Source: an optimization exercise on an open RTL-to-GDS flow (aim: small area, a short achievable clock period and few clock cycles per item). Production flows keep margins and buffers that such runs may drop. At most, simulation tests tie the RTL to the original design; equivalence was not proved. Power figures rest on the tool's default switching activity, not on a simulated workload.

==> flow/design.v (excerpt) <==
module red_combine (
    input  wire        clk,
    input  wire        rst,
    input  wire        in_valid,
    input  wire        in_int,
    input  wire [63:0] in_a,
    input  wire [63:0] in_b,
    output reg         out_valid,
    output wire [63:0] out_sum,
    output reg  [1:0]  out_flags
);
export LEC_CHECK = 0
export ABC_AREA = 1
export CAP_MARGIN = 20
export CORE_MARGIN = 2
export CORE_UTILIZATION = 40
export SLEW_MARGIN = 20
create_clock -name core_clock -period 18.0 [get_ports {clk}]
standard.sh (not shown) runs the stock make flow with config.mk's settings and CLKGATE_MAP_FILE= SYNTH_SCRIPT=/design/flow/synth_recipe.tcl, a recipe that flattens the netlist after the stock synthesis.
==> flow/flow/run.sh <==
#!/bin/bash
# The standard layout (standard.sh: ORFS synthesis through finish), with
# two changes:
#  - the input and output ports get sky130_fd_sc_hd__buf_2 port buffers in
#    place of the cell buffer_ports picks by default;
#  - ORFS's timing repair (after floorplan, CTS and global routing) aims for
#    a setup slack of SETUP_SLACK_MARGIN ns below, not 0: the constraints and
#    clock period stay the design's, the repair only works harder.
# make's full output goes to std_flow.log here; ORFS keeps each step's log
# under orfs/logs.
set -euo pipefail
MARGIN=12.5
bash standard.sh "SETUP_SLACK_MARGIN=$MARGIN" \
    "BUFFER_PORTS_ARGS=-buffer_cell sky130_fd_sc_hd__buf_2" finish > std_flow.log 2>&1
Testbench counts at the start, summed over its fixed seeds: cycles 24,024, items 24,000.
==> next run, changes <==
--- a/flow/flow/run.sh
+++ b/flow/flow/run.sh
@@ -10,5 +10,5 @@
 # under orfs/logs.
 set -euo pipefail
-MARGIN=12.5
+MARGIN=12
 bash standard.sh "SETUP_SLACK_MARGIN=$MARGIN" \
     "BUFFER_PORTS_ARGS=-buffer_cell sky130_fd_sc_hd__buf_2" finish > std_flow.log 2>&1
- CORE_UTILIZATION: 40 -> 55
Outcome:
- total power drops slightly
- non-clock buffer count decreases by 46
- final cell count is lower by a few percent
==> next run, changes <==
- CORE_UTILIZATION: 55 -> 40
=>
- global-route usage shrinks by 9.0 points
- final cell count rises by 4.7%
- power rose by 0.86%
- core utilization shrinks by 17 points
==> next run, changes <==
- CTS_BUF_LIST: default -> sky130_fd_sc_hd__clkbuf_4 sky130_fd_sc_hd__clkbuf_8
Outcome: The changed run completed without violations. Cell area decreases slightly. Clock power went down by about a fifth. Cell count increases slightly. Count of clock-buffer cells in the layout rose by 25. Routed wire length barely changes.
==> next run, changes <==
--- a/flow/flow/run.sh
+++ b/flow/flow/run.sh
@@ -10,5 +10,5 @@
 # under orfs/logs.
 set -euo pipefail
-MARGIN=12
+MARGIN=11.5
 bash standard.sh "SETUP_SLACK_MARGIN=$MARGIN" \
     "BUFFER_PORTS_ARGS=-buffer_cell sky130_fd_sc_hd__buf_2" finish > std_flow.log 2>&1
- CTS_BUF_LIST: sky130_fd_sc_hd__clkbuf_4 sky130_fd_sc_hd__clkbuf_8 -> default
Outcome:
- power is higher by 2.9%
- global-route usage is lower by 0.11 points
- routed wire length is lower by 0.33%
- die area stays the same
- cell area barely changes
- clock skew is higher by 0.0048 ns
- sequential share of layout area stays flat
- setup slack degrades by 0.41 ns

---

Setup of P:
Another version of the RTL of red_combine (not shown whole).
For scale: roughly 2,700 cells after synthesis, about 85 flip-flops, ~200 I/O pins, about 15,000 µm² of cells after synthesis.
export LEC_CHECK = 0
export ABC_AREA = 1
export CAP_MARGIN = 20
export CORE_MARGIN = 2
export CORE_UTILIZATION = 40
export SLEW_MARGIN = 20
create_clock -name core_clock -period 18.0 [get_ports {clk}]
==> flow/flow/run.sh <==
#!/bin/bash
# The standard layout (standard.sh: ORFS synthesis through finish), with
# one change: the input and output ports get sky130_fd_sc_hd__buf_2 port
# buffers in place of the cell buffer_ports picks by default.  make's full
# output goes to std_flow.log here; ORFS keeps each step's log under orfs/logs.
set -euo pipefail
bash standard.sh "BUFFER_PORTS_ARGS=-buffer_cell sky130_fd_sc_hd__buf_2" finish > std_flow.log 2>&1
P finished every step from synthesis to the final layout, and the layout passed the timing, design-rule and antenna checks.
Relative to P, the following input files were edited for Q:
==> flow/run.sh (new file) <==
#!/bin/bash
# synth_recipe.tcl (not shown) runs the flow's synth.tcl, then flattens the netlist and writes it again
# the make line also repeats each setting of config.mk as NAME=value (left out here)
make -C /OpenROAD-flow-scripts/flow DESIGN_CONFIG=/design/flow/config.mk WORK_HOME=/design/flow/orfs CLKGATE_MAP_FILE= SYNTH_SCRIPT=/design/flow/synth_recipe.tcl finish
removed: flow/flow/run.sh
removed: flow/standard.sh
==> results.txt <==
- Die area came out exactly the same in P and Q.
- When Q is measured against P, its post-layout minimum cycle time turns out 0.56 ns higher.
- Delta(total wire length after detailed routing, Q - P) > 0
- Status: number of instances in the placed design parity (P, Q)
- Note that the post-layout total power recorded for Q amounts to 1.06 times the value seen in P.
- Q against P: upper clock frequency limit now sits lower, cell area now sits higher.
Function was not checked in any run of this note: the RTL went through the layout flow alone.

---

Another version of the RTL of red_combine (not shown whole).
For scale: ~2000 cells after synthesis, ~240 flip-flops, ~200 I/O pins, ~15000 um2 of cells after synthesis.
clock: 18.0 ns
lec_check: 0
abc_area: 1
cap_margin: 20
core_margin: 2
core_utilization: 40
slew_margin: 20
==> flow/flow/run.sh <==
#!/bin/bash
# The standard layout (standard.sh: ORFS synthesis through finish), with
# four changes:
#  - synthesis leaves adders to ABC: ADDER_MAP_FILE is empty, so Yosys does
#    not extract half and full adder cells before ABC maps the logic;
#  - ABC maps with flow/abc_area.script (ABC_AREA=1) in place of ORFS's
#    area script: Yosys's own default mapping script for a liberty library,
#    without ABC's buffering and sizing, which the placement and timing
#    repair below do instead.  The ORFS scripts are copied to scripts/ here
#    with that one file replaced; registers and the other synthesis passes
#    are unchanged;
#  - the input and output ports get sky130_fd_sc_hd__buf_2 port buffers in
#    place of the cell buffer_ports picks by default;
#  - ORFS's timing repair (after floorplan, CTS and global routing) aims for
#    a setup slack of MARGIN ns, not 0: the constraints and clock period stay
#    the design's, the repair only works harder.
# make's full output goes to std_flow.log here; ORFS keeps each step's log
# under orfs/logs.
set -euo pipefail
MARGIN=12
rm -rf scripts
cp -r "$FLOW_HOME/scripts" scripts
cp flow/abc_area.script scripts/abc_area.script
bash standard.sh "SCRIPTS_DIR=$PWD/scripts" "ADDER_MAP_FILE=" "SETUP_SLACK_MARGIN=$MARGIN" \
    "BUFFER_PORTS_ARGS=-buffer_cell sky130_fd_sc_hd__buf_2" finish > std_flow.log 2>&1
==> flow/flow/abc_area.script <==
strash
&get -n
&fraig -x
&put
scorr
dc2
dretime
strash
&get -n
&dch -f
&nf
&put
Rerun with:
==> flow/flow/run.sh (replaced) <==
#!/bin/bash
# The standard layout (standard.sh: ORFS synthesis through finish), with
# three changes:
#  - synthesis leaves adders to ABC: ADDER_MAP_FILE is empty, so Yosys does
#    not extract half and full adder cells before ABC maps the logic.  The
#    synthesis script, the registers and everything else are unchanged;
#  - the input and output ports get sky130_fd_sc_hd__buf_2 port buffers in
#    place of the cell buffer_ports picks by default;
#  - ORFS's timing repair (after floorplan, CTS and global routing) aims for
#    a setup slack of MARGIN ns, not 0: the constraints and clock period stay
#    the design's, the repair only works harder.
# make's full output goes to std_flow.log here; ORFS keeps each step's log
# under orfs/logs.
set -euo pipefail
MARGIN=12
bash standard.sh "ADDER_MAP_FILE=" "SETUP_SLACK_MARGIN=$MARGIN" \
    "BUFFER_PORTS_ARGS=-buffer_cell sky130_fd_sc_hd__buf_2" finish > std_flow.log 2>&1
removed: flow/flow/abc_area.script
Effect: Sequential share of layout area is higher by 0.51 points. Final cell count is higher by 37%. Setup slack gets better by 5400 ps. Total power is lower by 5.7%. Critical path depth is lower by 22. Worst hold slack gets worse by 23 ps. Sequential power is lower by 8.5%. Utilization is lower by 11 points. Die area is higher by 20%.
Rerun with:
--- a/flow/flow/run.sh
+++ b/flow/flow/run.sh
@@ -13,5 +13,5 @@
 # under orfs/logs.
 set -euo pipefail
-MARGIN=12
+MARGIN=13
 bash standard.sh "ADDER_MAP_FILE=" "SETUP_SLACK_MARGIN=$MARGIN" \
     "BUFFER_PORTS_ARGS=-buffer_cell sky130_fd_sc_hd__buf_2" finish > std_flow.log 2>&1
After rerunning:
- The new run ran to the end with no violations
- wire length goes up by roughly a tenth
- sequential cell count is unchanged
- worst hold slack is better by 4.5 ps
- cell area grows by a little under a tenth
Rerun with:
==> flow/flow/run.sh (replaced) <==
#!/bin/bash
# The standard layout (standard.sh: ORFS synthesis through finish), with
# two changes:
#  - the input and output ports get sky130_fd_sc_hd__buf_2 port buffers in
#    place of the cell buffer_ports picks by default;
#  - ORFS's timing repair (after floorplan, CTS and global routing) aims for
#    a setup slack of SETUP_SLACK_MARGIN ns below, not 0: the constraints and
#    clock period stay the design's, the repair only works harder.
# make's full output goes to std_flow.log here; ORFS keeps each step's log
# under orfs/logs.
set -euo pipefail
MARGIN=12
bash standard.sh "SETUP_SLACK_MARGIN=$MARGIN" \
    "BUFFER_PORTS_ARGS=-buffer_cell sky130_fd_sc_hd__buf_2" finish > std_flow.log 2>&1
What happened: The changed run completed with no timing, DRC or antenna violations. Maximum frequency is lower by a few percent. Final cell count is lower by roughly a tenth. Total power is higher by a few percent. Synthesized cell count falls by roughly a tenth. Setup slack got worse by 320 ps.
No functional check of the RTL was part of any run of this note.

---

red_combine, a different RTL version from the one above (not shown whole).
Size: about 3200 cells after synthesis, about 240 flip-flops, roughly 19000 sq um of cells after synthesis.
clock: 18.0 ns
lec_check: 0
abc_area: 1
cap_margin: 20
core_margin: 2
core_utilization: 40
slew_margin: 20
==> flow/flow/run.sh <==
#!/bin/bash
# The standard layout (standard.sh: ORFS synthesis through finish), with
# three changes:
#  - synthesis leaves adders to ABC: ADDER_MAP_FILE is empty, so Yosys does
#    not extract half and full adder cells before ABC maps the logic.  The
#    synthesis script, the registers and everything else are unchanged;
#  - the input and output ports get sky130_fd_sc_hd__buf_2 port buffers in
#    place of the cell buffer_ports picks by default;
#  - ORFS's timing repair (after floorplan, CTS and global routing) aims for
#    a setup slack of MARGIN ns, not 0: the constraints and clock period stay
#    the design's, the repair only works harder.
# make's full output goes to std_flow.log here; ORFS keeps each step's log
# under orfs/logs.
set -euo pipefail
MARGIN=12.5
bash standard.sh "ADDER_MAP_FILE=" "SETUP_SLACK_MARGIN=$MARGIN" \
    "BUFFER_PORTS_ARGS=-buffer_cell sky130_fd_sc_hd__buf_2" finish > std_flow.log 2>&1
The first run ran to the end with no violations.
Testbench counts at the start, summed over its fixed seeds: cycles 24,024, items 24,000.
==> next run, changes <==
--- a/flow/flow/run.sh
+++ b/flow/flow/run.sh
@@ -13,5 +13,5 @@
 # under orfs/logs.
 set -euo pipefail
-MARGIN=12.5
+MARGIN=13
 bash standard.sh "ADDER_MAP_FILE=" "SETUP_SLACK_MARGIN=$MARGIN" \
     "BUFFER_PORTS_ARGS=-buffer_cell sky130_fd_sc_hd__buf_2" finish > std_flow.log 2>&1
- The new run finished with timing, DRC and antenna clean
- global-route usage increases by 0.75 points
- non-clock buffer count went up by 72
- critical path depth stays the same
- setup slack improves by 200 ps
- via count climbs by 2.3%
- cell area went up by 6.8%

-- afterwards: timing with drivers on the ports --
The flow's constraints put no driver on any port. The routed layouts listed below were extracted and timed again, unchanged, in two steps. Step 1 assumes that a clkbuf_16 drives the clock port and a buf_2 every other input. Step 2, shift: input delay + t, output delay - t, t = (earliest + latest rising clock arrival at the registers) / 2. This alone moves slack from input paths to output paths. a / b / c = ideal ports / drivers / drivers and shift; a / b = the first two.
run | t, ns | setup slack, ns | latest minus earliest clock arrival (ns)
the first run of note 1 | 0.611 | 12.420 / 12.456 / 11.844 | 0.041 / 0.041
the second run of note 1 | 0.614 | 12.064 / 12.104 / 11.490 | 0.012 / 0.012
the third run of note 1 | 0.644 | 12.212 / 12.248 / 11.604 | 0.042 / 0.042
the fourth run of note 1 | 0.661 | 12.195 / 12.225 / 11.564 | 0.037 / 0.037
the fifth run of note 1 | 0.643 | 11.786 / 11.786 / 11.202 | 0.041 / 0.041
P | 0.394 | 4.583 / 4.537 / 4.931 | 0.016 / 0.016
Q | 0.405 | 4.024 / 3.979 / 4.384 | 0.013 / 0.014
the first run of note 3 | 0.613 | 6.850 / 6.850 / 6.850 | 0.014 / 0.014
the second run of note 3 | 0.615 | 12.285 / 12.321 / 11.706 | 0.018 / 0.018
the third run of note 3 | 0.624 | 12.479 / 12.490 / 11.866 | 0.009 / 0.010
the fourth run of note 3 | 0.610 | 12.162 / 12.186 / 11.576 | 0.020 / 0.020
the first run of note 4 | 0.619 | 12.645 / 12.646 / 12.026 | 0.037 / 0.037
the second run of note 4 | 0.615 | 12.845 / 12.868 / 12.254 | 0.019 / 0.019
After both steps every run listed still meets setup and hold. The setup slack of the fourth run of note 1, which loses most, moves by +0.030 ns with the drivers and by -0.631 ns with both steps.
